What follows belongs to an exercise in optimizing a design on an open flow for small area and a short achievable clock period; a production flow would make more cautious choices. Function was checked by simulation only, so behaviour that the tests miss may differ from the original. Power is estimated from default activity; no workload was simulated.

==> flow/design.v <==
module cledon_narrow_lane (
    input  wire        clk,
    input  wire [31:0] x,
    input  wire        a_bf, a_fp16, a_e4, a_e5, a_i8,
    input  wire [7:0]  a_kk,      
    input  wire [4:0]  a_qs,      
    input  wire [5:0]  a_v6,      
    input  wire        a_v6z,     
    input  wire        r_ne,
    input  wire        r_sr,
    input  wire [15:0] draw,
    input  wire        b_fp16, b_e4, b_e5, b_i8,
    input  wire        b_strict,
    output reg  [15:0] code,
    output reg         sat,
    output reg         nan_in,
    output reg         strict_nan,
    output reg         nonzero,
    output reg         flushed
);
    wire        s    = x[31];
    wire [7:0]  E    = x[30:23];
    wire [22:0] M    = x[22:0];
    wire        h    = |E;
    wire        e_ff = &E;
    wire        m_nz = |M;
    wire        is_nan = e_ff & m_nz;
    wire        is_inf = e_ff & !m_nz;
    wire        nz     = !e_ff & (h | m_nz);
    wire [23:0] sig  = {h, M};
    reg [4:0] p;
    integer i;
    always @(*) begin
        p = 5'd0;
        for (i = 0; i < 23; i = i + 1)
            if (M[i]) p = i[4:0];
    end
    reg [4:0] tz;
    always @(*) begin
        tz = 5'd0;
        for (i = 23; i >= 0; i = i - 1)
            if (sig[i]) tz = i[4:0];
    end
    wire signed [9:0] S = $signed({2'b00, E}) + $signed({{2{a_kk[7]}}, a_kk});
    wire norm_h = a_bf | (a_fp16 & (S > 10'sd112)) | (a_e4 & (S > 10'sd120)) | (a_e5 & (S > 10'sd112));
    wire shz_h  = (a_fp16 & (S < 10'sd57)) | (a_e4 & (S < 10'sd72)) | (a_e5 & (S < 10'sd65)) | (a_i8 & (S < 10'sd81));
    wire [5:0] cm  = a_fp16 ? 6'd56 : a_e4 ? 6'd7 : a_e5 ? 6'd0 : 6'd16;
    wire [5:0] dlo = cm - S[5:0];
    wire [5:0] n17 = a_fp16 ? 6'd7 : a_e4 ? 6'd14 : a_e5 ? 6'd15 : 6'd10;
    wire ebig   = norm_h & ((a_e4 & (S > 10'sd135)) | ((a_fp16 | a_e5) & (S > 10'sd143)));
    wire int_big = a_i8 & (S > 10'sd133);
    wire [7:0] bexp_h = a_bf ? E : a_e4 ? {4'd0, ~S[3], S[2:0]} : {3'd0, ~S[4], S[3:0]};
    wire norm_s = p > a_qs;
    wire [4:0] bexp_s = p - a_qs;
    wire [5:0] nsh_s  = {1'b0, p} - (a_e4 ? 6'd9 : 6'd8);
    wire normal = h ? norm_h : norm_s;
    wire [5:0] shc = h ? (norm_h ? n17 : dlo) : (norm_s ? nsh_s : a_v6);
    wire shz = !normal & (h ? shz_h : a_v6z);
    wire [33:0] wide = {sig, 10'd0};
    wire [33:0] win  = wide >> shc;
    wire [9:0]  q    = shz ? 10'd0 : win[25:16];
    wire [15:0] fr   = shz ? 16'd0 : win[15:0];
    wire [5:0]  tzm5 = {1'b0, tz} - 6'd5;
    wire sticky = tzm5[5] | (tzm5 < shc) | shz;
    wire up_sr  = fr > ~draw;
    wire up = r_ne ? (fr[15] & (sticky | q[0])) : (r_sr & up_sr);
    wire [7:0] bexp = h ? bexp_h : {3'd0, bexp_s};
    reg [14:0] cpre;
    always @(*) begin
        cpre = {5'd0, q};
        if (normal)
            case (1'b1)
                a_bf:    cpre = {bexp, q[6:0]};
                a_fp16:  cpre = {bexp[4:0], q[9:0]};
                a_e4:    cpre = {8'd0, bexp[3:0], q[2:0]};
                default: cpre = {8'd0, bexp[4:0], q[1:0]};
            endcase
    end
    wire big = is_inf | (nz & (ebig | int_big));
    reg        b_s, b_up, b_nan, b_big, b_nz;
    reg [14:0] b_cpre;
    always @(posedge clk) begin
        b_s    <= s;
        b_up   <= up;
        b_nan  <= is_nan;
        b_big  <= big;
        b_nz   <= nz;
        b_cpre <= cpre;
    end
    reg [14:0] maxc;
    always @(*) begin
        case (1'b1)
            b_fp16:  maxc = 15'h7BFF;
            b_e4:    maxc = 15'h007E;
            b_e5:    maxc = 15'h007B;
            b_i8:    maxc = 15'h007F;
            default: maxc = 15'h7F7F;
        endcase
    end
    wire ovf   = b_big | (b_cpre > maxc) | ((b_cpre == maxc) & b_up);
    wire neg_i = b_i8 & b_s;
    wire [14:0] sum  = (b_cpre ^ {15{neg_i}}) + {14'd0, b_up ^ neg_i};
    wire [15:0] nanc = b_fp16 ? 16'h7E00 : b_e4 ? 16'h007F : b_e5 ? 16'h007E : b_i8 ? 16'h0000 : 16'h7FC0;
    wire [15:0] satc = b_fp16 ? {b_s, 15'h7BFF} : b_e4 ? {8'd0, b_s, 7'h7E} : b_e5 ? {8'd0, b_s, 7'h7B}
                     : b_i8 ? (b_s ? 16'h0081 : 16'h007F) : {b_s, 15'h7F7F};
    wire [15:0] numc = b_i8 ? {8'd0, sum[7:0]} : (b_e4 | b_e5) ? {8'd0, b_s, sum[6:0]} : {b_s, sum};
    wire strict_f = b_strict & !b_i8;
    always @(*) begin
        sat = 1'b0; nan_in = 1'b0; strict_nan = 1'b0;
        nonzero = b_nz;
        flushed = b_nz & !ovf & (b_cpre == 15'd0) & !b_up;
        if (b_nan) begin
            code = nanc; nan_in = 1'b1; strict_nan = strict_f;
        end else if (ovf) begin
            if (strict_f) begin code = nanc; strict_nan = 1'b1; end
            else begin code = satc; sat = 1'b1; end
        end else
            code = numc;
    end
endmodule
module cledon_narrow (
    input  wire         clk,
    input  wire         rst,           
    input  wire         cfg_load,      
    input  wire [31:0]  cfg_seed,
    input  wire         in_valid,
    input  wire [127:0] in_data,       
    input  wire [3:0]   in_fmt,
    input  wire [1:0]   in_rnd,
    input  wire         in_strict,
    input  wire [7:0]   in_scale,
    output reg          out_valid,
    output reg  [63:0]  out_code,      
    output reg  [3:0]   out_sat,
    output reg  [3:0]   out_nan_in,
    output reg  [3:0]   out_strict_nan,
    output reg  [3:0]   out_nonzero,
    output reg  [3:0]   out_flushed
);
    reg  [31:0] st_r;
    reg         took_r;
    wire [15:0] lf_s1, lf_s2, lf_s3;
    wire [31:0] lf_s4;
    wire lf_x0 = st_r[1] ^ st_r[12];
    wire lf_x1 = st_r[0] ^ st_r[11];
    wire lf_x2 = st_r[2] ^ st_r[5];
    wire lf_x3 = st_r[22] ^ st_r[28];
    wire lf_x4 = st_r[23] ^ st_r[29];
    wire lf_x5 = st_r[21] ^ st_r[27];
    wire lf_x6 = st_r[18] ^ st_r[24];
    wire lf_x7 = st_r[3] ^ st_r[6];
    wire lf_x8 = st_r[7] ^ st_r[13];
    wire lf_x9 = st_r[19] ^ st_r[25];
    wire lf_x10 = st_r[8] ^ st_r[14];
    wire lf_x11 = st_r[10] ^ st_r[16];
    wire lf_x12 = st_r[20] ^ st_r[26];
    wire lf_x13 = st_r[9] ^ st_r[15];
    wire lf_x14 = st_r[17] ^ lf_x1;
    wire lf_x15 = st_r[30] ^ lf_x6;
    wire lf_x16 = st_r[31] ^ lf_x9;
    wire lf_x17 = st_r[4] ^ lf_x0;
    wire lf_x18 = lf_x2 ^ lf_x10;
    wire lf_x19 = lf_x3 ^ lf_x5;
    wire lf_x20 = lf_x8 ^ lf_x11;
    wire lf_x21 = lf_x7 ^ lf_x13;
    wire lf_x22 = lf_x4 ^ lf_x12;
    wire lf_x23 = lf_x14 ^ lf_x22;
    wire lf_x24 = lf_x3 ^ lf_x16;
    wire lf_x25 = lf_x17 ^ lf_x20;
    wire lf_x26 = st_r[1] ^ st_r[4];
    wire lf_x27 = lf_x4 ^ lf_x15;
    wire lf_x28 = st_r[8] ^ lf_x2;
    wire lf_x29 = st_r[24] ^ st_r[30];
    wire lf_x30 = st_r[9] ^ lf_x7;
    wire lf_x31 = st_r[6] ^ lf_x19;
    wire lf_x32 = st_r[3] ^ lf_x18;
    wire lf_x33 = lf_x5 ^ lf_x15;
    wire lf_x34 = lf_x12 ^ lf_x16;
    wire lf_x35 = lf_x14 ^ lf_x18;
    wire lf_x36 = lf_x17 ^ lf_x21;
    wire lf_x37 = st_r[11] ^ st_r[17];
    wire lf_x38 = st_r[4] ^ st_r[12];
    wire lf_x39 = st_r[17] ^ st_r[21];
    wire lf_x40 = lf_x0 ^ lf_x10;
    wire lf_x41 = st_r[2] ^ lf_x8;
    wire lf_x42 = st_r[7] ^ st_r[16];
    wire lf_x43 = st_r[16] ^ st_r[20];
    wire lf_x44 = st_r[7] ^ st_r[10];
    wire lf_x45 = st_r[0] ^ lf_x39;
    wire lf_x46 = st_r[15] ^ lf_x28;
    wire lf_x47 = st_r[5] ^ lf_x23;
    wire lf_x48 = st_r[14] ^ lf_x36;
    wire lf_x49 = st_r[9] ^ st_r[13];
    wire lf_x50 = st_r[6] ^ st_r[17];
    wire lf_x51 = st_r[25] ^ st_r[31];
    wire lf_x52 = st_r[3] ^ st_r[15];
    wire lf_x53 = st_r[19] ^ st_r[22];
    wire lf_x54 = st_r[5] ^ st_r[17];
    wire lf_x55 = st_r[2] ^ st_r[3];
    wire lf_x56 = st_r[26] ^ lf_x5;
    wire lf_x57 = st_r[15] ^ lf_x7;
    wire lf_x58 = lf_x9 ^ lf_x12;
    wire lf_x59 = st_r[31] ^ lf_x6;
    wire lf_x60 = st_r[14] ^ lf_x2;
    wire lf_x61 = lf_x10 ^ lf_x13;
    wire lf_x62 = st_r[6] ^ lf_x8;
    wire lf_x63 = lf_x11 ^ lf_x29;
    wire lf_x64 = st_r[23] ^ lf_x15;
    wire lf_x65 = lf_x9 ^ lf_x20;
    wire lf_x66 = st_r[8] ^ lf_x19;
    wire lf_x67 = st_r[10] ^ lf_x41;
    wire lf_x68 = lf_x11 ^ lf_x14;
    wire lf_x69 = lf_x21 ^ lf_x38;
    wire lf_x70 = lf_x15 ^ lf_x16;
    wire lf_x71 = st_r[0] ^ lf_x21;
    wire lf_x72 = st_r[29] ^ lf_x33;
    wire lf_x73 = lf_x18 ^ lf_x23;
    wire lf_x74 = lf_x24 ^ lf_x37;
    wire lf_x75 = lf_x35 ^ lf_x43;
    wire lf_x76 = st_r[5] ^ lf_x25;
    wire lf_x77 = st_r[4] ^ lf_x32;
    wire lf_x78 = lf_x0 ^ lf_x24;
    wire lf_x79 = st_r[2] ^ st_r[14];
    wire lf_x80 = st_r[1] ^ st_r[24];
    wire lf_x81 = st_r[7] ^ st_r[18];
    wire lf_x82 = st_r[13] ^ st_r[16];
    wire lf_x83 = st_r[18] ^ st_r[21];
    wire lf_x84 = st_r[23] ^ st_r[30];
    wire lf_x85 = lf_x1 ^ lf_x53;
    wire lf_x86 = st_r[30] ^ lf_x26;
    wire lf_x87 = st_r[13] ^ lf_x1;
    wire lf_x88 = st_r[8] ^ lf_x13;
    wire lf_x89 = st_r[16] ^ lf_x8;
    wire lf_x90 = st_r[5] ^ lf_x4;
    wire lf_x91 = st_r[22] ^ lf_x6;
    wire lf_x92 = st_r[0] ^ lf_x7;
    wire lf_x93 = st_r[8] ^ lf_x1;
    wire lf_x94 = lf_x29 ^ lf_x51;
    wire lf_x95 = lf_x11 ^ lf_x13;
    wire lf_x96 = lf_x4 ^ lf_x79;
    wire lf_x97 = st_r[28] ^ lf_x22;
    wire lf_x98 = lf_x40 ^ lf_x41;
    wire lf_x99 = st_r[19] ^ lf_x30;
    wire lf_x100 = st_r[9] ^ lf_x17;
    wire lf_x101 = lf_x0 ^ lf_x30;
    wire lf_x102 = lf_x3 ^ lf_x45;
    wire lf_x103 = lf_x1 ^ lf_x19;
    wire lf_x104 = lf_x5 ^ lf_x57;
    wire lf_x105 = st_r[12] ^ lf_x22;
    wire lf_x106 = st_r[10] ^ lf_x32;
    wire lf_x107 = st_r[19] ^ lf_x25;
    wire lf_x108 = lf_x20 ^ lf_x34;
    wire lf_x109 = lf_x27 ^ lf_x68;
    wire lf_x110 = st_r[20] ^ lf_x67;
    wire lf_x111 = lf_x23 ^ lf_x40;
    wire lf_x112 = lf_x24 ^ lf_x27;
    wire lf_x113 = lf_x34 ^ lf_x44;
    wire lf_x114 = lf_x20 ^ lf_x46;
    wire lf_x115 = lf_x47 ^ lf_x69;
    wire lf_x116 = st_r[27] ^ lf_x74;
    wire lf_x117 = lf_x62 ^ lf_x78;
    wire lf_x118 = lf_x19 ^ lf_x73;
    wire lf_x119 = lf_x71 ^ lf_x25;
    wire lf_x120 = st_r[12] ^ lf_x21;
    wire lf_x121 = lf_x35 ^ lf_x120;
    wire lf_x122 = st_r[0] ^ st_r[22];
    wire lf_x123 = st_r[0] ^ st_r[1];
    wire lf_x124 = st_r[23] ^ lf_x123;
    wire lf_x125 = st_r[2] ^ lf_x80;
    wire lf_x126 = st_r[0] ^ st_r[25];
    wire lf_x127 = lf_x55 ^ lf_x126;
    wire lf_x128 = st_r[0] ^ st_r[3];
    wire lf_x129 = st_r[26] ^ lf_x128;
    wire lf_x130 = lf_x26 ^ lf_x129;
    wire lf_x131 = st_r[27] ^ lf_x2;
    wire lf_x132 = lf_x26 ^ lf_x131;
    wire lf_x133 = st_r[28] ^ lf_x2;
    wire lf_x134 = lf_x133 ^ lf_x92;
    wire lf_x135 = st_r[7] ^ st_r[29];
    wire lf_x136 = lf_x135 ^ lf_x26;
    wire lf_x137 = lf_x136 ^ lf_x92;
    wire lf_x138 = st_r[7] ^ lf_x86;
    wire lf_x139 = lf_x28 ^ lf_x138;
    wire lf_x140 = st_r[0] ^ st_r[31];
    wire lf_x141 = lf_x140 ^ lf_x28;
    wire lf_x142 = lf_x30 ^ lf_x141;
    wire lf_x143 = st_r[1] ^ st_r[14];
    wire lf_x144 = lf_x143 ^ lf_x89;
    wire lf_x145 = lf_x144 ^ lf_x24;
    wire lf_x146 = lf_x145 ^ lf_x47;
    wire lf_x147 = st_r[11] ^ st_r[12];
    wire lf_x148 = lf_x147 ^ lf_x89;
    wire lf_x149 = lf_x148 ^ lf_x31;
    wire lf_x150 = lf_x46 ^ lf_x70;
    wire lf_x151 = lf_x149 ^ lf_x150;
    wire lf_x152 = st_r[5] ^ lf_x93;
    wire lf_x153 = lf_x101 ^ lf_x152;
    wire lf_x154 = st_r[6] ^ lf_x67;
    wire lf_x155 = lf_x100 ^ lf_x154;
    wire lf_x156 = lf_x1 ^ lf_x8;
    wire lf_x157 = lf_x156 ^ lf_x106;
    wire lf_x158 = lf_x1 ^ lf_x10;
    wire lf_x159 = lf_x158 ^ lf_x36;
    wire lf_x160 = lf_x2 ^ lf_x13;
    wire lf_x161 = lf_x160 ^ lf_x25;
    wire lf_x162 = st_r[13] ^ lf_x7;
    wire lf_x163 = lf_x11 ^ lf_x162;
    wire lf_x164 = lf_x35 ^ lf_x163;
    wire lf_x165 = lf_x81 ^ lf_x14;
    wire lf_x166 = lf_x165 ^ lf_x48;
    wire lf_x167 = st_r[18] ^ lf_x46;
    wire lf_x168 = lf_x167 ^ lf_x107;
    wire lf_x169 = st_r[13] ^ lf_x99;
    wire lf_x170 = lf_x169 ^ lf_x75;
    wire lf_x171 = st_r[18] ^ st_r[20];
    wire lf_x172 = lf_x171 ^ lf_x44;
    wire lf_x173 = lf_x45 ^ lf_x172;
    wire lf_x174 = lf_x173 ^ lf_x48;
    wire lf_x175 = lf_x83 ^ lf_x26;
    wire lf_x176 = lf_x175 ^ lf_x85;
    wire lf_x177 = lf_x176 ^ lf_x114;
    wire lf_x178 = st_r[23] ^ lf_x53;
    wire lf_x179 = lf_x178 ^ lf_x101;
    wire lf_x180 = lf_x179 ^ lf_x75;
    wire lf_x181 = st_r[23] ^ lf_x39;
    wire lf_x182 = lf_x6 ^ lf_x181;
    wire lf_x183 = lf_x36 ^ lf_x182;
    wire lf_x184 = lf_x110 ^ lf_x183;
    wire lf_x185 = st_r[11] ^ st_r[21];
    wire lf_x186 = lf_x185 ^ lf_x91;
    wire lf_x187 = lf_x186 ^ lf_x65;
    wire lf_x188 = lf_x187 ^ lf_x77;
    wire lf_x189 = st_r[30] ^ lf_x5;
    wire lf_x190 = lf_x61 ^ lf_x189;
    wire lf_x191 = lf_x90 ^ lf_x190;
    wire lf_x192 = lf_x68 ^ lf_x191;
    wire lf_x193 = st_r[0] ^ lf_x40;
    wire lf_x194 = lf_x59 ^ lf_x90;
    wire lf_x195 = lf_x193 ^ lf_x194;
    wire lf_x196 = lf_x31 ^ lf_x195;
    wire lf_x197 = lf_x80 ^ lf_x31;
    wire lf_x198 = lf_x35 ^ lf_x65;
    wire lf_x199 = lf_x197 ^ lf_x198;
    wire lf_x200 = st_r[2] ^ st_r[25];
    wire lf_x201 = lf_x3 ^ lf_x200;
    wire lf_x202 = lf_x81 ^ lf_x21;
    wire lf_x203 = lf_x201 ^ lf_x202;
    wire lf_x204 = lf_x111 ^ lf_x203;
    wire lf_x205 = lf_x55 ^ lf_x56;
    wire lf_x206 = lf_x88 ^ lf_x27;
    wire lf_x207 = lf_x205 ^ lf_x107;
    wire lf_x208 = lf_x206 ^ lf_x207;
    wire lf_x209 = st_r[20] ^ lf_x49;
    wire lf_x210 = lf_x63 ^ lf_x209;
    wire lf_x211 = lf_x210 ^ lf_x77;
    wire lf_x212 = lf_x116 ^ lf_x211;
    wire lf_x213 = st_r[10] ^ st_r[14];
    wire lf_x214 = st_r[28] ^ lf_x51;
    wire lf_x215 = lf_x83 ^ lf_x213;
    wire lf_x216 = lf_x214 ^ lf_x215;
    wire lf_x217 = lf_x216 ^ lf_x115;
    wire lf_x218 = st_r[6] ^ st_r[15];
    wire lf_x219 = st_r[26] ^ lf_x218;
    wire lf_x220 = lf_x85 ^ lf_x219;
    wire lf_x221 = lf_x220 ^ lf_x72;
    wire lf_x222 = lf_x76 ^ lf_x221;
    wire lf_x223 = st_r[27] ^ lf_x84;
    wire lf_x224 = lf_x223 ^ lf_x75;
    wire lf_x225 = lf_x224 ^ lf_x117;
    wire lf_x226 = lf_x21 ^ lf_x45;
    wire lf_x227 = lf_x59 ^ lf_x98;
    wire lf_x228 = lf_x97 ^ lf_x226;
    wire lf_x229 = lf_x227 ^ lf_x228;
    wire lf_x230 = st_r[22] ^ lf_x26;
    wire lf_x231 = lf_x55 ^ lf_x230;
    wire lf_x232 = lf_x61 ^ lf_x231;
    wire lf_x233 = lf_x65 ^ lf_x232;
    wire lf_x234 = lf_x72 ^ lf_x233;
    wire lf_x235 = lf_x12 ^ lf_x84;
    wire lf_x236 = lf_x235 ^ lf_x95;
    wire lf_x237 = lf_x236 ^ lf_x74;
    wire lf_x238 = lf_x77 ^ lf_x237;
    wire lf_x239 = lf_x5 ^ lf_x11;
    wire lf_x240 = lf_x239 ^ lf_x59;
    wire lf_x241 = lf_x240 ^ lf_x115;
    wire lf_x242 = lf_x9 ^ lf_x14;
    wire lf_x243 = lf_x15 ^ lf_x242;
    wire lf_x244 = lf_x31 ^ lf_x243;
    wire lf_x245 = lf_x76 ^ lf_x244;
    wire lf_x246 = st_r[18] ^ lf_x73;
    wire lf_x247 = lf_x117 ^ lf_x246;
    wire lf_x248 = st_r[19] ^ lf_x22;
    wire lf_x249 = lf_x98 ^ lf_x248;
    wire lf_x250 = lf_x33 ^ lf_x71;
    wire lf_x251 = lf_x249 ^ lf_x250;
    wire lf_x252 = st_r[16] ^ lf_x49;
    wire lf_x253 = lf_x17 ^ lf_x56;
    wire lf_x254 = lf_x252 ^ lf_x94;
    wire lf_x255 = lf_x253 ^ lf_x254;
    wire lf_x256 = lf_x60 ^ lf_x63;
    wire lf_x257 = lf_x100 ^ lf_x102;
    wire lf_x258 = lf_x256 ^ lf_x257;
    wire lf_x259 = st_r[22] ^ lf_x2;
    wire lf_x260 = lf_x259 ^ lf_x56;
    wire lf_x261 = lf_x260 ^ lf_x69;
    wire lf_x262 = lf_x109 ^ lf_x261;
    wire lf_x263 = lf_x7 ^ lf_x64;
    wire lf_x264 = lf_x263 ^ lf_x76;
    wire lf_x265 = lf_x116 ^ lf_x264;
    wire lf_x266 = lf_x6 ^ lf_x37;
    wire lf_x267 = lf_x38 ^ lf_x266;
    wire lf_x268 = lf_x16 ^ lf_x18;
    wire lf_x269 = lf_x62 ^ lf_x97;
    wire lf_x270 = lf_x267 ^ lf_x268;
    wire lf_x271 = lf_x269 ^ lf_x270;
    wire lf_x272 = st_r[5] ^ st_r[12];
    wire lf_x273 = lf_x8 ^ lf_x10;
    wire lf_x274 = lf_x272 ^ lf_x273;
    wire lf_x275 = lf_x58 ^ lf_x274;
    wire lf_x276 = lf_x71 ^ lf_x275;
    wire lf_x277 = lf_x72 ^ lf_x276;
    wire lf_x278 = lf_x61 ^ lf_x86;
    wire lf_x279 = lf_x278 ^ lf_x31;
    wire lf_x280 = lf_x108 ^ lf_x279;
    wire lf_x281 = st_r[7] ^ st_r[31];
    wire lf_x282 = lf_x281 ^ lf_x95;
    wire lf_x283 = lf_x282 ^ lf_x118;
    wire lf_x284 = lf_x0 ^ lf_x21;
    wire lf_x285 = lf_x284 ^ lf_x66;
    wire lf_x286 = lf_x109 ^ lf_x285;
    wire lf_x287 = st_r[2] ^ st_r[9];
    wire lf_x288 = lf_x287 ^ lf_x14;
    wire lf_x289 = lf_x25 ^ lf_x288;
    wire lf_x290 = lf_x112 ^ lf_x289;
    wire lf_x291 = st_r[13] ^ lf_x0;
    wire lf_x292 = lf_x291 ^ lf_x23;
    wire lf_x293 = lf_x70 ^ lf_x106;
    wire lf_x294 = lf_x292 ^ lf_x293;
    wire lf_x295 = st_r[2] ^ lf_x87;
    wire lf_x296 = lf_x33 ^ lf_x34;
    wire lf_x297 = lf_x295 ^ lf_x296;
    wire lf_x298 = lf_x48 ^ lf_x297;
    wire lf_x299 = lf_x52 ^ lf_x19;
    wire lf_x300 = lf_x60 ^ lf_x25;
    wire lf_x301 = lf_x34 ^ lf_x299;
    wire lf_x302 = lf_x300 ^ lf_x301;
    wire lf_x303 = st_r[4] ^ lf_x82;
    wire lf_x304 = lf_x303 ^ lf_x57;
    wire lf_x305 = lf_x304 ^ lf_x118;
    wire lf_x306 = lf_x42 ^ lf_x54;
    wire lf_x307 = lf_x19 ^ lf_x306;
    wire lf_x308 = lf_x27 ^ lf_x307;
    wire lf_x309 = lf_x48 ^ lf_x308;
    wire lf_x310 = st_r[4] ^ lf_x50;
    wire lf_x311 = lf_x310 ^ lf_x114;
    wire lf_x312 = lf_x112 ^ lf_x311;
    wire lf_x313 = lf_x10 ^ lf_x42;
    wire lf_x314 = lf_x30 ^ lf_x313;
    wire lf_x315 = lf_x314 ^ lf_x70;
    wire lf_x316 = lf_x47 ^ lf_x315;
    wire lf_x317 = lf_x50 ^ lf_x17;
    wire lf_x318 = lf_x88 ^ lf_x33;
    wire lf_x319 = lf_x317 ^ lf_x113;
    wire lf_x320 = lf_x318 ^ lf_x319;
    wire lf_x321 = st_r[9] ^ st_r[18];
    wire lf_x322 = lf_x321 ^ lf_x28;
    wire lf_x323 = lf_x103 ^ lf_x322;
    wire lf_x324 = lf_x108 ^ lf_x323;
    wire lf_x325 = st_r[10] ^ lf_x19;
    wire lf_x326 = lf_x99 ^ lf_x325;
    wire lf_x327 = lf_x111 ^ lf_x326;
    wire lf_x328 = lf_x13 ^ lf_x17;
    wire lf_x329 = lf_x103 ^ lf_x27;
    wire lf_x330 = lf_x328 ^ lf_x110;
    wire lf_x331 = lf_x329 ^ lf_x330;
    wire lf_x332 = st_r[21] ^ lf_x4;
    wire lf_x333 = lf_x63 ^ lf_x332;
    wire lf_x334 = lf_x87 ^ lf_x32;
    wire lf_x335 = lf_x333 ^ lf_x78;
    wire lf_x336 = lf_x334 ^ lf_x335;
    wire lf_x337 = st_r[22] ^ lf_x37;
    wire lf_x338 = lf_x43 ^ lf_x96;
    wire lf_x339 = lf_x337 ^ lf_x104;
    wire lf_x340 = lf_x338 ^ lf_x339;
    wire lf_x341 = lf_x38 ^ lf_x42;
    wire lf_x342 = lf_x52 ^ lf_x341;
    wire lf_x343 = lf_x102 ^ lf_x64;
    wire lf_x344 = lf_x342 ^ lf_x343;
    wire lf_x345 = st_r[8] ^ lf_x54;
    wire lf_x346 = lf_x4 ^ lf_x82;
    wire lf_x347 = lf_x26 ^ lf_x346;
    wire lf_x348 = lf_x16 ^ lf_x345;
    wire lf_x349 = lf_x91 ^ lf_x347;
    wire lf_x350 = lf_x348 ^ lf_x349;
    wire lf_x351 = st_r[9] ^ lf_x50;
    wire lf_x352 = lf_x58 ^ lf_x60;
    wire lf_x353 = lf_x351 ^ lf_x64;
    wire lf_x354 = lf_x352 ^ lf_x353;
    wire lf_x355 = lf_x6 ^ lf_x104;
    wire lf_x356 = lf_x355 ^ lf_x113;
    wire lf_x357 = st_r[4] ^ st_r[11];
    wire lf_x358 = lf_x357 ^ lf_x42;
    wire lf_x359 = lf_x358 ^ lf_x58;
    wire lf_x360 = lf_x66 ^ lf_x359;
    wire lf_x361 = st_r[0] ^ st_r[9];
    wire lf_x362 = lf_x361 ^ lf_x54;
    wire lf_x363 = lf_x362 ^ lf_x105;
    wire lf_x364 = lf_x66 ^ lf_x363;
    wire lf_x365 = st_r[1] ^ st_r[10];
    wire lf_x366 = lf_x365 ^ lf_x49;
    wire lf_x367 = lf_x366 ^ lf_x27;
    wire lf_x368 = lf_x31 ^ lf_x367;
    wire lf_x369 = st_r[11] ^ lf_x44;
    wire lf_x370 = lf_x29 ^ lf_x96;
    wire lf_x371 = lf_x369 ^ lf_x370;
    wire lf_x372 = lf_x24 ^ lf_x371;
    wire lf_x373 = lf_x52 ^ lf_x93;
    wire lf_x374 = lf_x94 ^ lf_x105;
    wire lf_x375 = lf_x373 ^ lf_x374;
    assign lf_s1[0] = lf_x119;
    assign lf_s1[1] = lf_x121;
    assign lf_s1[2] = st_r[18];
    assign lf_s1[3] = st_r[19];
    assign lf_s1[4] = st_r[20];
    assign lf_s1[5] = st_r[21];
    assign lf_s1[6] = lf_x122;
    assign lf_s1[7] = lf_x124;
    assign lf_s1[8] = lf_x125;
    assign lf_s1[9] = lf_x127;
    assign lf_s1[10] = lf_x130;
    assign lf_s1[11] = lf_x132;
    assign lf_s1[12] = lf_x134;
    assign lf_s1[13] = lf_x137;
    assign lf_s1[14] = lf_x139;
    assign lf_s1[15] = lf_x142;
    assign lf_s2[0] = lf_x146;
    assign lf_s2[1] = lf_x151;
    assign lf_s2[2] = lf_x153;
    assign lf_s2[3] = lf_x155;
    assign lf_s2[4] = lf_x157;
    assign lf_s2[5] = lf_x159;
    assign lf_s2[6] = lf_x161;
    assign lf_s2[7] = lf_x164;
    assign lf_s2[8] = lf_x166;
    assign lf_s2[9] = lf_x168;
    assign lf_s2[10] = lf_x170;
    assign lf_s2[11] = lf_x174;
    assign lf_s2[12] = lf_x177;
    assign lf_s2[13] = lf_x180;
    assign lf_s2[14] = lf_x184;
    assign lf_s2[15] = lf_x188;
    assign lf_s3[0] = lf_x192;
    assign lf_s3[1] = lf_x196;
    assign lf_s3[2] = lf_x199;
    assign lf_s3[3] = lf_x204;
    assign lf_s3[4] = lf_x208;
    assign lf_s3[5] = lf_x212;
    assign lf_s3[6] = lf_x217;
    assign lf_s3[7] = lf_x222;
    assign lf_s3[8] = lf_x225;
    assign lf_s3[9] = lf_x229;
    assign lf_s3[10] = lf_x234;
    assign lf_s3[11] = lf_x238;
    assign lf_s3[12] = lf_x241;
    assign lf_s3[13] = lf_x245;
    assign lf_s3[14] = lf_x247;
    assign lf_s3[15] = lf_x251;
    assign lf_s4[0] = lf_x255;
    assign lf_s4[1] = lf_x258;
    assign lf_s4[2] = lf_x262;
    assign lf_s4[3] = lf_x265;
    assign lf_s4[4] = lf_x271;
    assign lf_s4[5] = lf_x277;
    assign lf_s4[6] = lf_x280;
    assign lf_s4[7] = lf_x283;
    assign lf_s4[8] = lf_x286;
    assign lf_s4[9] = lf_x290;
    assign lf_s4[10] = lf_x294;
    assign lf_s4[11] = lf_x298;
    assign lf_s4[12] = lf_x302;
    assign lf_s4[13] = lf_x305;
    assign lf_s4[14] = lf_x309;
    assign lf_s4[15] = lf_x312;
    assign lf_s4[16] = lf_x316;
    assign lf_s4[17] = lf_x320;
    assign lf_s4[18] = lf_x324;
    assign lf_s4[19] = lf_x327;
    assign lf_s4[20] = lf_x331;
    assign lf_s4[21] = lf_x336;
    assign lf_s4[22] = lf_x340;
    assign lf_s4[23] = lf_x344;
    assign lf_s4[24] = lf_x350;
    assign lf_s4[25] = lf_x354;
    assign lf_s4[26] = lf_x356;
    assign lf_s4[27] = lf_x360;
    assign lf_s4[28] = lf_x364;
    assign lf_s4[29] = lf_x368;
    assign lf_s4[30] = lf_x372;
    assign lf_s4[31] = lf_x375;
    wire [31:0] held = took_r ? lf_s4 : st_r;
    always @(posedge clk) begin
        if (rst) begin
            st_r   <= 32'h0000_0001;
            took_r <= 1'b0;
        end else begin
            st_r   <= cfg_load ? cfg_seed : held;
            took_r <= in_valid && (in_rnd == 2'd1);
        end
    end
    reg         a_valid;
    reg [127:0] a_data;
    reg         a_fp16, a_e4, a_e5, a_i8;
    reg         a_ne, a_sr, a_strict;
    reg [7:0]   a_kk;                        
    wire        in_scaled = (in_fmt == 4'h3) | (in_fmt == 4'h4) | (in_fmt == 4'hB);
    always @(posedge clk) begin
        if (rst)
            a_valid <= 1'b0;
        else
            a_valid <= in_valid;
        a_data   <= in_data;
        a_fp16   <= (in_fmt == 4'h1);
        a_e4     <= (in_fmt == 4'h3);
        a_e5     <= (in_fmt == 4'h4);
        a_i8     <= (in_fmt == 4'hB);
        a_ne     <= (in_rnd == 2'd0);
        a_sr     <= (in_rnd == 2'd1);
        a_strict <= in_strict;
        a_kk     <= in_scaled ? in_scale : 8'd0;
    end
    wire       a_bf = !(a_fp16 | a_e4 | a_e5 | a_i8);
    wire signed [9:0] kx = {{2{a_kk[7]}}, a_kk};
    wire signed [9:0] qv = (a_e4 ? 10'sd142 : 10'sd134) - kx;
    wire [4:0] a_qs = ((a_e4 | a_e5) && (qv < 10'sd23)) ? qv[4:0] : 5'd31;
    wire signed [9:0] v6 = (a_e4 ? 10'sd134 : a_e5 ? 10'sd127 : a_i8 ? 10'sd143 : a_fp16 ? 10'sd119 : 10'sd10)
                           - kx;
    wire       a_v6z = (v6 > 10'sd63);
    reg b_valid, b_fp16, b_e4, b_e5, b_i8, b_strict;
    always @(posedge clk) begin
        if (rst)
            b_valid <= 1'b0;
        else
            b_valid <= a_valid;
        b_fp16   <= a_fp16;
        b_e4     <= a_e4;
        b_e5     <= a_e5;
        b_i8     <= a_i8;
        b_strict <= a_strict;
    end
    wire [63:0] draws = {lf_s4[15:0], lf_s3, lf_s2, lf_s1};
    wire [63:0] c_code;
    wire [3:0]  c_sat, c_nan_in, c_strict_nan, c_nonzero, c_flushed;
    genvar g;
    generate
        for (g = 0; g < 4; g = g + 1) begin : lane
            cledon_narrow_lane u_lane (
                .clk        (clk),
                .x          (a_data[32*g +: 32]),
                .a_bf       (a_bf),
                .a_fp16     (a_fp16),
                .a_e4       (a_e4),
                .a_e5       (a_e5),
                .a_i8       (a_i8),
                .a_kk       (a_kk),
                .a_qs       (a_qs),
                .a_v6       (v6[5:0]),
                .a_v6z      (a_v6z),
                .r_ne       (a_ne),
                .r_sr       (a_sr),
                .draw       (draws[16*g +: 16]),
                .b_fp16     (b_fp16),
                .b_e4       (b_e4),
                .b_e5       (b_e5),
                .b_i8       (b_i8),
                .b_strict   (b_strict),
                .code       (c_code[16*g +: 16]),
                .sat        (c_sat[g]),
                .nan_in     (c_nan_in[g]),
                .strict_nan (c_strict_nan[g]),
                .nonzero    (c_nonzero[g]),
                .flushed    (c_flushed[g])
            );
        end
    endgenerate
    always @(posedge clk) begin
        if (rst)
            out_valid <= 1'b0;
        else
            out_valid <= b_valid;
        out_code       <= c_code;
        out_sat        <= c_sat;
        out_nan_in     <= c_nan_in;
        out_strict_nan <= c_strict_nan;
        out_nonzero    <= c_nonzero;
        out_flushed    <= c_flushed;
    end
endmodule
==> flow/flow/run.sh <==
#!/bin/bash
# Own layout flow: the standard ORFS flow, with timing repair asked to reach a
# setup slack well above what the 20 ns clock needs, so that it sizes up and buffers
# the long paths. Constraints (SDC) and everything else are the standard ones.
set -euo pipefail
export SETUP_SLACK_MARGIN=14.5
bash standard.sh > standard_flow.log 2>&1
==> flow/standard.sh <==
#!/bin/bash
# synth_recipe.tcl (not shown) runs the flow's synth.tcl, then flattens the netlist and writes it again
# the make line also repeats each setting of config.mk as NAME=value (left out here)
make -C /OpenROAD-flow-scripts/flow DESIGN_CONFIG=/design/flow/config.mk WORK_HOME=/design/flow/orfs CLKGATE_MAP_FILE= SYNTH_SCRIPT=/design/flow/synth_recipe.tcl "${@:-finish}"
==> flow/config.mk <==
export PLATFORM = sky130hd
export DESIGN_NAME = cledon_narrow
export DESIGN_NICKNAME = cledon_narrow
export VERILOG_FILES = /design/flow/design.v
export SDC_FILE = /design/flow/constraint.sdc
export NUM_CORES = 4
export LEC_CHECK = 0
export CAP_MARGIN = 20
export CORE_MARGIN = 2
export CORE_UTILIZATION = 40
export SLEW_MARGIN = 20
==> flow/constraint.sdc <==
create_clock -name core_clock -period 20.0 [get_ports {clk}]
set_input_delay 4.0000 -clock core_clock [delete_from_list [all_inputs] [get_ports {clk}]]
set_output_delay 4.0000 -clock core_clock [all_outputs]
set_load 0.01 [all_outputs]
==> results of run 1 <==
[metrics by stage]
step	hold slack, ns	cell area [um2]
after global placement	0.3125	36780
after floorplan	0.3096	33370
final	0.3260	40540
after global routing	0.3314	40540
after detailed placement	0.3121	36790
after CTS	0.3274	39670
[kinds of logic after synthesis]
| group | count (synthesis) | share of synthesized area, % |
|---|---|---|
| XOR/XNOR | 534 | 14.16 |
| adder cells (fa/ha/maj) | 235 | 9.075 |
| buffers and inverters | 354 | 4.302 |
| AND/OR/NAND/NOR | 1171 | 17.02 |
| flip-flops | 348 | 21.03 |
| multiplexers | 340 | 10.62 |
| AO/OA/AOI/OAI | 1186 | 23.80 |
[what timing repair did]
item | 4_1_cts | 5_1_grt
resized for setup | 159 | 133
setup endpoints to repair | 44 | 30
pin swaps | 37 | 49
gates cloned | 9 | 2
buffers inserted | 68 | 33
[cells in the final DEF, fill, tap and decap left out, types with 32 or more instances in the layout]
cell             synthesis  routed
a31oi_1                 40      37
and2_1                  36      36
o21ai_0                222     190
o211ai_1                39      39
xnor2_1                415     411
a211oi_1                53      43
mux2_2                  34      32
clkdlybuf4s50_1          0     259
nand3_1                 59      55
or3_1                   39      37
inv_1                  135     130
clkbuf_16                0      45
buf_4                    7     132
nand2_1                290     284
a21o_1                  65      65
a21oi_1                308     292
xor2_1                 118     116
nor2_1                 356     342
ha_1                   225     215
o22ai_1                 39      36
nand4_1                 43      43
nor3_1                  90      82
nand2b_1                38      37
a22oi_1                 36      34
dfxtp_1                348     332
nor2b_1                 58      55
mux2i_1                299     251
o21a_1                  50      48
nor4_1                  42      39
o21bai_1                45      41
[worst register-to-register path, delay by kind of cell (launching register included)]
family | cells | cell delay (ns)
compound gates | 20 | 3.61
flops | 1 | 0.35
mux | 2 | 0.37
simple gates | 9 | 1.51
fa+ha+maj | 3 | 0.80
buf+inv | 3 | 0.51
[area by class of cell]
cell class	instances	area share [%]
Timing Repair Buffer	420	10.08
Inverter	147	1.550
Sequential cell	348	17.27
Timing Repair inverter	2	0.03704
Antenna cell	1	0.006173
Tap cell	1070	3.303
Clock buffer	51	2.852
Clock inverter	27	0.9198
Multi-Input combinational cell	3468	63.99
[worst max-delay path by stage]
stage | start | end | slack (ns) | cells after the start
after floorplan | a_kk[3] | lane[1].u_lane.b_up | 13.57 | 36
after global routing | a_e4 | lane[1].u_lane.b_up | 12.44 | 37
after global placement | a_e4 | lane[1].u_lane.b_up | 12.13 | 34
final | a_e4 | lane[1].u_lane.b_up | 12.76 | 37
after CTS | a_e4 | lane[1].u_lane.b_up | 12.96 | 37
after detailed placement | a_e4 | lane[1].u_lane.b_up | 12.01 | 34
[registers in the layout, indices dropped and copies added (netlist names), 8 cells and up]
signal / cells
a_kk: 8
a_data: 128
lane.u_lane.b_cpre: 60
st_r: 32
out_code: 64
[cells in the mapped netlist (14+ instances only)]
cell	n	area [um2]
xnor2_1	415	3635
nor2_1	356	1336
dfxtp_1	348	6967
a21oi_1	308	1541
mux2i_1	299	2993
nand2_1	290	1089
ha_1	225	2815
o21ai_0	222	1111
clkbuf_1	153	574.3
inv_1	135	506.7
xor2_1	118	1033
nor3_1	90	450.4
a21o_1	65	488.0
nand3_1	59	295.3
nor2b_1	58	362.9
a211oi_1	53	397.9
o21a_1	50	375.4
o21bai_1	45	337.8
nand4_1	43	269.0
nor4_1	42	262.8
a31oi_1	40	250.2
o211ai_1	39	292.8
o22ai_1	39	244.0
or3_1	39	244.0
nand2b_1	38	237.7
a22oi_1	36	270.3
and2_1	36	225.2
mux2_2	34	382.9
and3_1	30	187.7
o31ai_1	29	217.7
or2_2	29	181.4
a21boi_0	24	180.2
buf_2	24	120.1
a211o_1	21	183.9
a22o_1	20	175.2
buf_1	19	71.32
nor3b_1	16	120.1
a221o_1	14	140.1
[power groups by stage]
stage / combinational (mW) / sequential [mW] / clock [mW]
after floorplan: 1.38 / 0.889 / 0
after global placement: 1.98 / 0.930 / 0
after detailed placement: 1.98 / 0.931 / 0
after CTS: 2.05 / 0.916 / 0.866
after global routing: 2.30 / 0.934 / 0.890
final: 2.13 / 0.921 / 0.845
[routing by layer]
layer / up-vias / part of all wire [%]
met2: 1611 / 44
met1: 15700 / 43
met5: - / 0.011
met4: 2 / 4.3
li1: 15720 / -
met3: 278 / 8.0
==> reports/results.tsv, run 1 <==
metric	value	unit
rows	105	
io_buffers	263	
place_ws	12.01	ns
clk_pin_slew	0.07	ns
drv_slew	0	
status	complete, no violations	
routed_wl	126.9	mm
mappedNetlistArea	0.03313	mm2
cts_tree	yes	
grt_pass1_vias	30990	
comb_power_share	54.6	%
synth.distinct_cells	100	
cp_max_fo	6	
grt_pass1_wl	190.1	mm
cts_buffers	42	
design.die.area	0.08514	mm2
tightest_slew	1.160	ns
grtUsageTotal	28.48	%
crit_slowest_cell	or3_1	
dieWidth	291.8	um
utilization	49.45	%
min_period_over_period	36.18	%
synthCells	4168	
coreArea	0.08198	mm2
yosys_register_bits	348	
worstPathRequired	20.48	ns
area_delta_synth_final	22.35	%
die_h	291.8	um
drv_cap	0	
initial_utilization	40.41	%
syn_area_per_cell	7.948	um2
p_leak	16.16	nW
r2r_start	a_e4	
min_from	a_data[63]	
synth_nets	4581	
fin_skew	0.02738	ns
use_met3	4.582	%
wl_per_cell	22.94	um
async_reset_ff_share	0	%
clockRootBuffer	clkbuf_16	
crit_type	reg -> reg	
finalPower	3.891	mW
rr_worst_depth	37	
routed_via_density	6.019	
power_per_cell_area	96.00	mW/mm2
cts.sinks	348	
fin_nets	4842	
yosys_warnings	2	
ctsHoldBuffers	0	
dpl.cell_count	5343	
grt_max_degree	64	
htreeDepth	2	
setup_ws	12.76	ns
grt_util_met1	38.99	%
hold_depth	0	
crit_arrival	7.72	ns
clkPwrFrac	21.7	%
setup_viol	0	
vias	33310	
antenna_found_initial	5	
regArea	0.006999	mm2
multi_input_area	0.02594	mm2
yosysSeqAreaShare	21.03	%
place.gp.congestion	0.9956	
drive_above_1_share	12.14	%
final_hold_viol_count	0	
max_stage_delay	0.39	ns
clock_latency	0.60	ns
fin_cells	5534	
seqPwrFrac	23.7	%
setup_tns	0	ns
rsz0062_at_grt	true	
min_period	7.236	ns
dr.pass1.iters	6	
path_delay_family	compound AO/OA/AOI/OAI gates	
hold_class	reg -> reg	
gr-usage-met2	44.84	%
swShare	42.32	%
rr_endpoint	lane[1].u_lane.b_up	
initialDrtViolationCount	3403	
synth_edf_count	0	
cp_common_cell	o21a_1	
worst_slew_margin_rel	22.09	%
nFillCells	8012	
cp-end-kind	register	
top_usage_layer	met2	
power_switching	1.647	mW
hold-path-endpoint	lane[1].u_lane.b_s	
p_int	2.244	mW
r2r_slack	12.76	ns
worst_setup_path_start_kind	register	
ioPinCount	264	
ir_drop	0.00007837	V
cts_buffer_depth	3	
fmax	138.2	MHz
dp_hpwl	97.33	mm
drc	0	
cp_num_buf_inv	3	
grt_overflow	0	
synth_ff_type	dfxtp_1	
ant_nets	0	
==> run 2, diff against run 1 <==
==> flow/run.sh (new file) <==
#!/bin/bash
# synth_recipe.tcl (not shown) runs the flow's synth.tcl, then flattens the netlist and writes it again
# the make line also repeats each setting of config.mk as NAME=value (left out here)
make -C /OpenROAD-flow-scripts/flow DESIGN_CONFIG=/design/flow/config.mk WORK_HOME=/design/flow/orfs CLKGATE_MAP_FILE= SYNTH_SCRIPT=/design/flow/synth_recipe.tcl finish
removed: flow/flow/run.sh
removed: flow/standard.sh
==> reports/results.tsv, run 2 <==
metric	value	unit	change
status	complete, no violations		unchanged
largest_register_ffs	128		unchanged
coreArea	0.08198	mm2	unchanged
yosys_register_bits	348		unchanged
yosysTopAreaCell	dfxtp_1		unchanged
design.die.area	0.08514	mm2	unchanged
cts_buffer_depth	3		unchanged
initial_utilization	40.41	%	unchanged
min_period_over_period	42.36	%	was 36.18%
io_buffers	263		unchanged
synthTopCellsByArea	dfxtp_1 (21%), xnor2_1 (11%), mux2i_1 (9.0%), ha_1 (8.5%), a21oi_1 (4.7%)		unchanged
ant_nets	0		unchanged
syn_area_per_cell	7.948	um2	unchanged
area_delta_synth_final	15.13	%	was 22.35%
fmax	118.1	MHz	was 138.2 MHz
worstPathRequired	20.47	ns	was 20.48 ns
grt_pass1_vias	30650		was 30.99k
nFillCells	8264		was 8012
cts_buffers	42		unchanged
grt_pass1_wl	186.0	mm	was 190.1 mm
cp_common_cell	o21a_1		unchanged
tightest_slew	1.067	ns	was 1.160 ns
cts_tree	yes		unchanged
synthCells	4168		unchanged
antenna_found_initial	3		was 5
crit_type	reg -> reg		unchanged
grt_overflow	0		unchanged
wl_per_cell	22.71	um	was 22.94 um
die_h	291.8	um	unchanged
synth.distinct_cells	100		unchanged
largest-register	a_data		unchanged
synthXorXnorAreaFrac	14.16	%	unchanged
biggestRegsByFlops	a_data (128), out_code (64), lane.u_lane.b_cpre (60)		unchanged
r2r_slack	11.53	ns	was 12.76 ns
crit_arrival	8.94	ns	was 7.72 ns
place.gp.congestion	0.9970		was 0.9956
routed_via_density	6.004		was 6.019
yosysMostFrequentCell	xnor2_1		unchanged
post_cts_buffers	0		was 68
ir_drop	0.00007255	V	was 0.00007837 V
synth_nets	4581		unchanged
drv_cap	0		unchanged
power_per_cell_area	98.50	mW/mm2	was 96.00 mW/mm2
clockRootBuffer	clkbuf_16		unchanged
initialDrtViolationCount	2855		was 3403
dr.pass1.iters	7		was 6
cts-resized-gates	0		was 159
worst_setup_path_start_kind	register		unchanged
synth.top_cell.area_share	21.03	%	unchanged
min_period	8.471	ns	was 7.236 ns
synth_top_family_by_area	compound AO/OA/AOI/OAI gates		unchanged
drive_above_1_share	5.538	%	was 12.14%
cts.sinks	348		unchanged
synth_edf_count	0		unchanged
routed_wl	123.2	mm	was 126.9 mm
fin_skew	0.03420	ns	was 0.02738 ns
cp_max_fo	45		was 6
yosys_warnings	2		unchanged
p_leak	15.33	nW	was 16.16 nW
synth_mux_area_share	10.62	%	unchanged
rows	105		unchanged
hold_class	reg -> reg		unchanged
max_stage_delay	0.77	ns	was 0.39 ns
layout_commonest_cell	xnor2_1		unchanged
dp_hpwl	97.73	mm	was 97.33 mm
synth-simple-area-share	17.02	%	unchanged
crit_slowest_cell	xnor2_1		was or3_1
yosysSeqAreaShare	21.03	%	unchanged
mostFrequentLayoutCells	xnor2_1 (415), nor2_1 (354), dfxtp_1 (347)		was xnor2_1 (411), nor2_1 (342), dfxtp_1 (332)
setup_viol	0		unchanged
fin_nets	4734		was 4842
ctsHoldBuffers	0		unchanged
ioPinCount	264		unchanged
mappedNetlistArea	0.03313	mm2	unchanged
synth_compound_area_share	23.80	%	unchanged
drv_slew	0		unchanged
dieWidth	291.8	um	unchanged
grtUsageTotal	27.81	%	was 28.48%
utilization	46.53	%	was 49.45%
drc	0		unchanged
async_reset_ff_share	0	%	unchanged
rsz0062_at_grt	false		was true
clk_pin_slew	0.07	ns	about the same
synth_ff_type	dfxtp_1		unchanged
clock_latency	0.61	ns	was 0.60 ns
vias	32560		was 33.31k
worst_slew_margin_rel	28.86	%	was 22.09%
setup_tns	0	ns	unchanged
grt_max_degree	64		unchanged
final_hold_viol_count	0		unchanged
yosys.area_share.adder	9.075	%	unchanged
synth_commonest_cells	xnor2_1 (415), nor2_1 (356), dfxtp_1 (348)		unchanged
htreeDepth	2		unchanged
cp-end-kind	register		unchanged
-- run 2: cell counts after synthesis --
Identical to the previous run, type by type.
-- run 2: final cells by class --
| class | count | area, um2 | share of cell area, % |
|---|---|---|---|
| Tap cell | 1070 | 1339 | 3.510 |
| Timing Repair Buffer | 316 | 3025 | 7.932 |
| Multi-Input combinational cell | 3466 | 24780 | 64.97 |
| Inverter | 147 | 561.8 | 1.473 |
| Clock inverter | 22 | 300.3 | 0.7873 |
| Clock buffer | 53 | 1164 | 3.051 |
| Antenna cell | 1 | 2.502 | 0.006561 |
| Sequential cell | 348 | 6968 | 18.27 |
-- run 2: cells by family after synthesis --
group | Yosys count
buf+inv | 354
simple gates | 1171
mux | 340
compound gates | 1186
xor+xnor | 534
flops | 348
fa+ha+maj | 235
-- run 2: path summary, 6_finish.rpt --
path / start / to / cells after the start
hold / removal: a_data[127] / lane[3].u_lane.b_s / 0
setup / recovery: a_fp16 / lane[2].u_lane.b_up / 32
setup reg to reg: a_fp16 / lane[2].u_lane.b_up / 32
hold reg to reg: a_data[127] / lane[3].u_lane.b_s / 0
-- run 2: through the flow --
| stage | total power, mW | setup WS [ns] | cell area (um2) | instances | hold slack (ns) |
|---|---|---|---|---|---|
| 6_report | 3.757 | 11.53 | 38140 | 5423 | 0.3273 |
| 3_5_place_dp | 2.913 | 11.73 | 36670 | 5347 | 0.3121 |
| 2_1_floorplan | 2.257 | 13.01 | 33130 | 4168 | 0.3096 |
| 5_1_grt | 3.994 | 10.90 | 38140 | 5422 | 0.3314 |
| 3_3_place_gp | 2.915 | 11.86 | 36670 | 5347 | 0.3111 |
| 4_1_cts | 3.753 | 11.70 | 38140 | 5422 | 0.3314 |
-- run 2: metal layers --
layer,up-vias,part of all wire (%),track usage [%]
li1,15470,-,-
met1,15340,44,37.93
met2,1497,44,44.48
met3,255,7.9,3.760
met4,0,4.1,10.47
met5,-,0,0
-- run 2: where the power goes --
part / switching, mW / internal [mW] / total (mW) / leakage (nW)
clock: 0.335 / 0.482 / 0.817 / 0.711
sequential: 0.127 / 0.793 / 0.919 / 2.91
combinational: 1.15 / 0.874 / 2.02 / 11.7
-- run 2: worst max-delay path, delay by kind of cell, from the launching register on --
kind,cells,cell delay (ns)
compound gates,12,2.14
xor+xnor,1,0.77
fa+ha+maj,2,0.64
buf+inv,5,1.59
flops,1,0.30
mux,4,0.92
simple gates,8,1.86

-- afterwards: timing with drivers on the ports --
The results above use ideal ports. As a check the final layouts listed here were re-extracted and re-timed, cells and wires unchanged.
Step 1 assumes that a clkbuf_16 drives the clock port and a buf_2 every other input.
Step 2 also shifts input and output timing later by t, the mid clock arrival at the registers, as if the neighbouring blocks saw the same clock.
Slacks: ideal / step 1 / step 2; pairs: ideal / step 1.
run	shift t [ns]	slack for setup (ns)	latest minus earliest clock arrival (ns)	worst register clock-pin slew, ns	pins driven straight from the clock port
run 1	0.657	12.764 / 12.764 / 12.764	0.031 / 0.031	0.08 / 0.08	1
run 2	0.655	11.529 / 11.529 / 11.529	0.035 / 0.035	0.07 / 0.07	1
After both steps every run listed still meets setup and hold.
